Source: an optimization exercise on an open RTL-to-GDS flow (aim: small area, a short achievable clock period and few clock cycles per item). Production flows keep margins and buffers that such runs may drop.
The RTL was checked by simulation tests, not by an equivalence proof against the original design.

===== config.mk =====
export PLATFORM = sky130hd
export DESIGN_NAME = pdec_unit
export DESIGN_NICKNAME = pdec_unit
export VERILOG_FILES = /design/flow/design.v
export SDC_FILE = /design/flow/constraint.sdc
export NUM_CORES = 4
export LEC_CHECK = 0
export ABC_AREA = 1
export CAP_MARGIN = 20
export CORE_MARGIN = 2
export CORE_UTILIZATION = 50
export PLACE_DENSITY = 0.65
export SLEW_MARGIN = 20

===== run.sh =====
#!/bin/bash
# synth_recipe.tcl (not shown) runs the flow's synth.tcl, then flattens the netlist and writes it again
# the make line also repeats each setting of config.mk as NAME=value (left out here)
make -C /OpenROAD-flow-scripts/flow DESIGN_CONFIG=/design/flow/config.mk WORK_HOME=/design/flow/orfs CLKGATE_MAP_FILE= SYNTH_SCRIPT=/design/flow/synth_recipe.tcl finish

===== constraint.sdc =====
create_clock -name core_clock -period 30.0 [get_ports {clk}]
set_input_delay 6.0000 -clock core_clock [delete_from_list [all_inputs] [get_ports {clk}]]
set_output_delay 6.0000 -clock core_clock [all_outputs]
set_load 0.01 [all_outputs]

===== design.v =====
module bcd_dbl #(
    parameter S = 17
) (
    input  wire [59:0]  din,
    input  wire [S-1:0] bits,
    output reg  [59:0]  dout
);
    integer k, i;
    reg [59:0] d, n;
    reg [2:0]  e;
    reg        c;
    always @* begin
        d = din;
        for (k = S - 1; k >= 0; k = k - 1) begin
            for (i = 0; i < 15; i = i + 1) begin
                e = d[4*i +: 3];
                c = (i == 0) ? bits[k] : d[4*i - 1];
                n[4*i + 3] = e[2] | (e[1] & c);
                n[4*i + 0] = (~e[0] & c) | (e[0] & ~e[2] & ~c) | e[1];
                n[4*i + 1] = (e[2] & c) | (~e[0] & ~c);
                n[4*i + 2] = (e[0] & e[1]) | (e[1] & ~c) | (~e[0] & ~e[1] & c);
            end
            d = n;
        end
        dout = d;
    end
endmodule
module bcd_hlv #(
    parameter S = 17
) (
    input  wire [59:0]  din,
    output reg  [S-1:0] bits,
    output reg  [59:0]  dout
);
    integer k, i;
    reg [59:0] d, n;
    reg [2:0]  e;
    reg        f;
    always @* begin
        d = din;
        for (k = 0; k < S; k = k + 1) begin
            bits[k] = d[3];
            for (i = 0; i < 15; i = i + 1) begin
                e = d[4*i +: 3];
                f = (i == 14) ? 1'b0 : d[4*i + 7];
                n[4*i + 3] = (e[1] & f) | (e[2] & f) | (~e[1] & ~e[2] & ~f);
                n[4*i + 0] = ~e[2] & ~f;
                n[4*i + 1] = (e[0] & e[1]) | (e[2] & ~f) | (e[0] & ~f);
                n[4*i + 2] = ~e[0] & ~e[1] & f;
            end
            d = n;
        end
        dout = d;
    end
endmodule
module hlv_enc (input wire [3:0] d, output wire [3:0] c);
    assign c = {d[0], d[3], ~(d[1] ^ d[3]), ~(d[2] ^ d[3])};
endmodule
module hlv_dec (input wire [3:0] c, output wire [3:0] d);
    assign d = {c[2], ~(c[0] ^ c[2]), ~(c[1] ^ c[2]), c[3]};
endmodule
module dbl_dec (input wire [3:0] c, output reg [3:0] d);
    always @* begin
        case (c[2:0])
            3'b001: d = c[3] ? 4'd5 : 4'd0;
            3'b000: d = c[3] ? 4'd6 : 4'd1;
            3'b010: d = c[3] ? 4'd7 : 4'd2;
            3'b101: d = c[3] ? 4'd8 : 4'd3;
            default: d = c[3] ? 4'd9 : 4'd4;
        endcase
    end
endmodule
module pdec_unit (
    input  wire        clk,
    input  wire        rst,        
    input  wire        start,      
    input  wire [2:0]  op,
    input  wire [2:0]  rel,        
    input  wire [63:0] s,
    input  wire [63:0] u,
    input  wire [4:0]  smap,       
    input  wire [3:0]  oplus,      
    input  wire [3:0]  ominus,     
    output wire        ready,
    output reg         done,       
    output wire [63:0] result,
    output wire        dx,         
    output wire        ovf         
);
    localparam integer S = 17;     
    integer i;
    function sign_minus(input [3:0] c, input [4:0] m);
        case (c)
            4'hA: sign_minus = m[0];
            4'hB: sign_minus = m[1];
            4'hC: sign_minus = m[2];
            4'hD: sign_minus = m[3];
            4'hE: sign_minus = m[4];
            default: sign_minus = 1'b0;
        endcase
    endfunction
    wire in_sa = sign_minus(s[3:0], smap);
    wire in_ub = sign_minus(u[3:0], smap);
    wire in_sb = in_ub ^ (op != 3'd0);
    wire in_es = in_sa ^ in_sb;           
    reg in_s_bad, in_u_bad;
    always @* begin
        in_s_bad = (s[3:0] < 4'hA);
        in_u_bad = (u[3:0] < 4'hA);
        for (i = 1; i < 16; i = i + 1) begin
            if (s[4*i +: 4] > 4'd9) in_s_bad = 1'b1;
            if (u[4*i +: 4] > 4'd9) in_u_bad = 1'b1;
        end
    end
    wire in_two = (op == 3'd0) || (op == 3'd1) || (op == 3'd2);
    wire in_dx  = (op != 3'd4) && (in_s_bad || (in_two && in_u_bad));
    reg [14:0] in_g, in_p;
    reg [59:0] in_m;
    reg [3:0]  da, db;
    reg [4:0]  ta, ts, t;
    always @* begin
        for (i = 0; i < 15; i = i + 1) begin
            da = s[4*i+4 +: 4];
            db = u[4*i+4 +: 4];
            ta = {1'b0, da} + {1'b0, db};
            ts = {1'b0, da} + {1'b0, 4'd9 - db};
            t  = in_es ? ts : ta;
            in_g[i] = (t >= 5'd10);
            in_p[i] = (t == 5'd9);
            in_m[4*i +: 4] = in_g[i] ? (t[3:0] - 4'd10) : t[3:0];
        end
    end
    wire [63:0] in_x = s ^ {64{s[63]}};
    wire [1:0]  in_top = (|in_x[62:3*S]) ? 2'd3 : (|in_x[3*S-1:2*S]) ? 2'd2 :
                         (|in_x[2*S-1:S]) ? 2'd1 : 2'd0;
    wire [59:0] in_sc;
    genvar gi;
    generate
        for (gi = 0; gi < 15; gi = gi + 1) begin : g_enc
            hlv_enc u_enc (.d(s[4*gi+4 +: 4]), .c(in_sc[4*gi +: 4]));
        end
    endgenerate
    reg        busy;
    assign ready = !busy;
    reg [14:0] r_g, r_p;
    reg [59:0] r_m;
    reg        r_sa, r_sb, r_es, r_cmp;
    reg [2:0]  r_rel;
    reg [63:0] r_s;                        
    reg [3:0]  r_oplus, r_ominus;
    reg        r_dx, r_multi, r_cvd, r_neg;
    reg [1:0]  cnt;
    reg [63:0] acc;
    reg        r_ovf;
    reg        seen;                       
    reg [14:0] G [0:4];
    reg [14:0] P [0:4];
    integer l;
    always @* begin
        G[0] = r_g;
        P[0] = r_p;
        for (l = 0; l < 4; l = l + 1) begin
            for (i = 0; i < 15; i = i + 1) begin
                if (i >= (1 << l)) begin
                    G[l+1][i] = G[l][i] | (P[l][i] & G[l][i - (1 << l)]);
                    P[l+1][i] = P[l][i] & P[l][i - (1 << l)];
                end else begin
                    G[l+1][i] = G[l][i];
                    P[l+1][i] = P[l][i];
                end
            end
        end
    end
    wire        gall = G[4][14];               
    wire        pall = P[4][14];               
    wire        cin  = r_es & gall;            
    wire        comp = r_es & !gall;           
    reg [59:0] f_dig;
    reg        c;
    reg [3:0]  d0, d1;
    always @* begin
        for (i = 0; i < 15; i = i + 1) begin
            c  = (i == 0) ? cin : (G[4][i-1] | (P[4][i-1] & cin));
            d0 = r_m[4*i +: 4];
            d1 = (d0 == 4'd9) ? 4'd0 : d0 + 4'd1;
            case ({comp, c})
                2'b00: f_dig[4*i +: 4] = d0;
                2'b01: f_dig[4*i +: 4] = d1;
                2'b10: f_dig[4*i +: 4] = 4'd9 - d0;
                default: f_dig[4*i +: 4] = 4'd9 - d1;
            endcase
        end
    end
    wire f_zero = r_es ? pall : ((r_g == 15'd0) && (r_m == 60'd0));
    wire f_neg  = !f_zero && (comp ? r_sb : r_sa);
    reg f_rel;
    always @* begin
        case (r_rel)
            3'd0: f_rel = f_zero;
            3'd1: f_rel = !f_zero;
            3'd2: f_rel = f_neg;
            3'd3: f_rel = f_neg || f_zero;
            3'd4: f_rel = !f_neg && !f_zero;
            3'd5: f_rel = !f_neg;
            default: f_rel = 1'b0;
        endcase
    end
    wire [63:0] f_res = r_cmp ? {63'd0, f_rel} : {f_dig, f_neg ? r_ominus : r_oplus};
    wire        f_ovf = !r_cmp && !r_es && gall;
    wire [63:0] s_raw;
    assign s_raw[3:0] = r_s[3:0];
    generate
        for (gi = 0; gi < 15; gi = gi + 1) begin : g_dec
            hlv_dec u_dec (.c(r_s[4*gi+4 +: 4]), .d(s_raw[4*gi+4 +: 4]));
        end
    endgenerate
    wire [67:0] x = {4'd0, s_raw ^ {64{s_raw[63]}}};
    wire [S-1:0] chunk = x[S*cnt +: S];
    wire [59:0] dbl;
    bcd_dbl #(.S(S)) u_dbl (.din(acc[63:4]), .bits(chunk), .dout(dbl));
    wire cvd_ovf = r_neg ? (x[62:0] >= 63'd999999999999999) : (x[62:0] >= 63'd1000000000000000);
    wire [59:0] cvd_bcd;
    generate
        for (gi = 0; gi < 15; gi = gi + 1) begin : g_ddec
            dbl_dec u_ddec (.c(dbl[4*gi +: 4]), .d(cvd_bcd[4*gi +: 4]));
        end
    endgenerate
    reg [14:0] nine, ci;
    reg [59:0] cvd_dig;
    always @* begin
        for (i = 0; i < 15; i = i + 1)
            nine[i] = (cvd_bcd[4*i +: 4] == 4'd9);
        for (i = 0; i < 15; i = i + 1) begin
            ci[i] = r_neg;
            for (l = 0; l < i; l = l + 1)
                ci[i] = ci[i] & nine[l];
            cvd_dig[4*i +: 4] = ci[i] ? (nine[i] ? 4'd0 : cvd_bcd[4*i +: 4] + 4'd1) : cvd_bcd[4*i +: 4];
        end
    end
    wire [S-1:0] hbits;
    wire [59:0]  hlv;
    bcd_hlv #(.S(S)) u_hlv (.din(r_s[63:4]), .bits(hbits), .dout(hlv));
    reg [S-1:0] nbits;
    reg         sn;
    always @* begin
        sn = seen;
        for (i = 0; i < S; i = i + 1) begin
            nbits[i] = hbits[i] ^ (r_neg & sn);
            sn = sn | hbits[i];
        end
    end
    wire cvb_last = (cnt == 2'd2) || (r_s[63:24] == {10{4'b0011}});
    wire fill     = r_neg & sn;
    wire last = r_cvd ? (cnt == 2'd0) : cvb_last;
    always @(posedge clk) begin
        r_g   <= in_g;
        r_p   <= in_p;
        r_m   <= in_m;
        r_sa  <= in_sa;
        r_sb  <= in_sb;
        r_es  <= in_es;
        r_cmp <= (op == 3'd2);
        r_rel <= rel;
        if (rst) begin
            busy <= 1'b0;
            done <= 1'b0;
        end else if (!busy) begin
            busy <= start && (op == 3'd3 || op == 3'd4);
            done <= start && !(op == 3'd3 || op == 3'd4);
        end else begin
            busy <= !last;
            done <= last;
        end
        if (!busy) begin
            r_s      <= {in_sc, s[3:0]};
            r_oplus  <= oplus;
            r_ominus <= ominus;
            r_dx     <= in_dx;
            r_multi  <= (op == 3'd3 || op == 3'd4);
            r_cvd    <= (op == 3'd4);
            r_neg    <= (op == 3'd4) ? s[63] : in_sa;
            cnt      <= (op == 3'd4) ? in_top : 2'd0;
            acc      <= {60'h111111111111111, 4'd0};    
            r_ovf    <= 1'b0;
            seen     <= 1'b0;
        end else if (r_cvd) begin
            cnt   <= cnt - 2'd1;
            r_ovf <= cvd_ovf;
            if (cnt == 2'd0)
                acc <= {cvd_dig, r_neg ? r_ominus : r_oplus};
            else
                acc[63:4] <= dbl;
        end else begin
            cnt  <= cnt + 2'd1;
            seen <= sn;
            r_s[63:4] <= hlv;
            case (cnt)
                2'd0: acc[S-1:0]   <= nbits;
                2'd1: acc[2*S-1:S] <= nbits;
                default: acc[3*S-1:2*S] <= nbits;
            endcase
            if (cvb_last) begin
                case (cnt)
                    2'd0: acc[63:S]   <= {(64-S){fill}};
                    2'd1: acc[63:2*S] <= {(64-2*S){fill}};
                    default: acc[63:3*S] <= {(64-3*S){fill}};
                endcase
            end
        end
    end
    assign result = r_multi ? acc : f_res;
    assign ovf    = r_multi ? r_ovf : f_ovf;
    assign dx     = r_dx;
endmodule

==> impl_metrics.toml <==
[synthesis]
synth_common_cells = "nand2_1 (1,855), inv_1 (1,239), nor2_1 (922), o21ai_0 (549), nand3_1 (466)"
syn_nets = 8139
ys_types = 92
synth-compound-area-share_pct = 21.5
async_reset_ff_share_pct = 0
ys_seq_elements = 243
ys.flop_type = "dfxtp_1"
synthAdderAreaFrac_pct = 6.77
synth_simple_gate_area_share_pct = 36.9
netlist_area_sq_um = 43800
syn_avg_cell_area_sq_um = 5.65
synth_top_cells_by_area = "nand2_1 (16%), inv_1 (11%), nor2_1 (7.9%)"
synth-edff-count = 76
synth_top_family_by_area = "simple AND/OR/NAND/NOR gates"
netlist_instances = 7761
synth_xor_area_share_pct = 8.85
yosysMostFrequentCell = "nand2_1"
synth.top_cell.area_share_pct = 15.9
synth.area.mux_share_pct = 0.160
synth.largest_area_cell = "nand2_1"
ys_seq_area_share_pct = 12.8
ys_warn_count = 6

[global_route]
grt_pass1_vias = 43801
grt.met1_usage_pct = 41.1
gr-max-usage-layer = "met2"
grt_pass1_wl_microns = 228000
grt_use_met2_pct = 52.5
antenna_found_initial = 11
overflow = 0
grt_use_total_pct = 31.6
grt_max_degree = 75
use_met3_pct = 3.11

[worst_setup_path]
r2r-start = "r_s[62]"
crit_path_top_delay_cell = "clkdlybuf4s50_1"
endpoint = "result[54]"
r2r-end = "r_s[15]"
reg2regPathDepth = 35
critPathKind = "flip-flop to output port"
end_kind = "output port"
slowest_delay_ns = 0.59
cp_max_fo = 6
crit_arrival_ns = 8.27
startpoint = "r_p[2]"
required_ns = 24.00
critPathLaunchType = "flip-flop"
rrSetupSlack_ns = 21.57

[drt]
ant_nets = 0
routed_via_density = 5.38
dr.pass1.iters = 6
drcViolationCount = 0
num_vias = 49095
drt-initial-drc-count = 3771
finalWirelength_microns = 147000
avgRoutedWirePerCell_microns = 16.1

[floorplan]
core-area_sq_um = 86800
die_area_sq_um = 90000
rows = 108
pin_count = 218
fp.dieW_microns = 300
die-height_microns = 300
start_util_pct = 50.5

[sta]
slew_headroom_pct = 27.4
setup_viol = 0
rsz0062_at_grt = "false"
maxSlewViolCount = 0
skew_ns = 0.0200
fin_setup_tns_ns = 0
setup_slack_ns = 15.73
fin_crit_sh_pct = 47.6
fmax_mhz = 70.1
worst_pin_slew_ns = 1.09
finalCriticalPeriod_ns = 14.27
hold_ws_ns = 0.468
hold_viol = 0

[place]
dp_cells = 9055
place_ws_ns = 16.61
post_dp_cell_area_sq_um = 47200
gp_congestion = 1.01
place_hpwl_microns = 124000
numPortBuffers = 217

[layout]
seqCellArea_sq_um = 5630
syn_to_final_growth_pct = 9.97
drive_gt1_share_pct = 6.69
n_fill_cell = 9125
final_cells = 9119
fin_util_pct = 55.5
fin_area_sq_um = 48200
layout.nets = 8310
multiInputGateArea_sq_um = 32500

[min_path]
holdPathStages = 2
hp-class = "flip-flop to flip-flop"

[clocking]
tritoncts = "done"
path_clk_slew_ns = 0.06
clk_path_buf_depth = 3
cts_buffers = 30
ctsHoldBuffers = 0
root_buffer = "clkbuf_16"
numClockSinks = 243
clkLatencyLatePin_ns = 0.61
cts_resized = 0
htree_levels = 1
cts_setup_buffers = 0

[run]
cap_viol_max_count = 0

[outcome]
status = "finished clean"
## state kept, by name, summed over array words and instances, names as in the netlist
register,flops
acc,64
busy,1
cnt,2
done,1
r_cmp,1
r_cvd,1
r_dx,1
r_es,1
r_g,15
r_m,60
r_multi,1
r_neg,1
r_ominus,4
r_oplus,4
r_ovf,1
r_p,15
r_rel,3
r_s,64
r_sa,1
r_sb,1
seen,1
## metal layers
metal	vias up	routed length (microns)
met5	-	40
met4	6	7540
met3	305	8770
met2	1413	65700
met1	21801	65000
li1	25570	-
## kinds of logic (layout without fill, tap and decap cells)
| group | count (synthesis) | count (layout) |
|---|---|---|
| multiplexers | 7 | 7 |
| AO/OA/AOI/OAI | 1585 | 1585 |
| buffers and inverters | 1511 | 1705 |
| flip-flops | 243 | 243 |
| AND/OR/NAND/NOR | 3769 | 3769 |
| adder cells (fa/ha/maj) | 228 | 228 |
| other | 0 | 9 |
| XOR/XNOR | 418 | 418 |
## layout by cell type, fill, tap and decap left out, drive strengths merged, types with 16 or more instances in the layout
cell / count
a211o: 16
a211oi: 34
a21boi: 17
a21o: 18
a21oi: 293
a31oi: 43
clkbuf: 37
clkdlybuf4s50: 217
clkinv: 25
dfxtp: 167
edfxtp: 76
ha: 213
inv: 1409
nand2: 1900
nand3: 479
nand3b: 46
nand4: 87
nor2: 985
nor3: 161
nor4: 24
o211ai: 49
o21ai: 874
o21bai: 18
o221ai: 16
o22ai: 77
o31ai: 24
or2: 63
xnor2: 130
xor2: 288
## worst max-delay path: cells and delay by family (launching register included)
kind                   cells  cell delay (ns)
AO/OA/AOI/OAI             13             4.54
buffers and inverters     11             2.03
flip-flops                 1             0.38
AND/OR/NAND/NOR            5             0.70
## how the worst min path moves through the flow
stage,slack (ns),startpoint,endpoint
after floorplan,0.45,acc[10],acc[10]
after global placement,0.45,acc[10],acc[10]
after detailed placement,0.46,acc[10],acc[10]
after CTS,0.47,acc[10],acc[10]
after global routing,0.49,acc[10],acc[10]
final,0.47,acc[10],acc[10]
## layout make-up
type                    count  share of cell area [%]
well taps                1155                    3.00
clock buffers              37                    1.74
clock inverters            18                   0.301
multi-input cells        6007                    67.4
repair buffers            232                    4.74
inverters                1418                    11.1
diodes                      9                  0.0467
flip-flops and latches    243                    11.7
Testbench counts, summed over its fixed seeds: cycles 15,174, ops 8,000.

==> separate check: timing with driven ports <==
The results above use ideal ports. As a check the final layout listed here was re-extracted and re-timed, cells and wires unchanged.
Step 1: set_driving_cell puts a clkbuf_16 on clk and a buf_2 on each other input, an assumption about the parent block.
Step 2 adds t to the input delays and takes it off the output delays; t is the mean of the earliest and latest rising clock arrival at the registers after step 1. Input paths then give back, and output paths get back, about the clock's delay inside the block.
Slacks: no drivers / after step 1 / after step 2; pairs: no drivers / after step 1.
t, ns: 0.662
setup slack, ns: 15.730 / 15.664 / 16.326
worst setup path at the end: register to output
clock arrival spread, ns: 0.020 / 0.020
After both steps this run still meets setup and hold. The setup slack of this run moves by -0.066 ns with the drivers and by +0.596 ns with both steps.
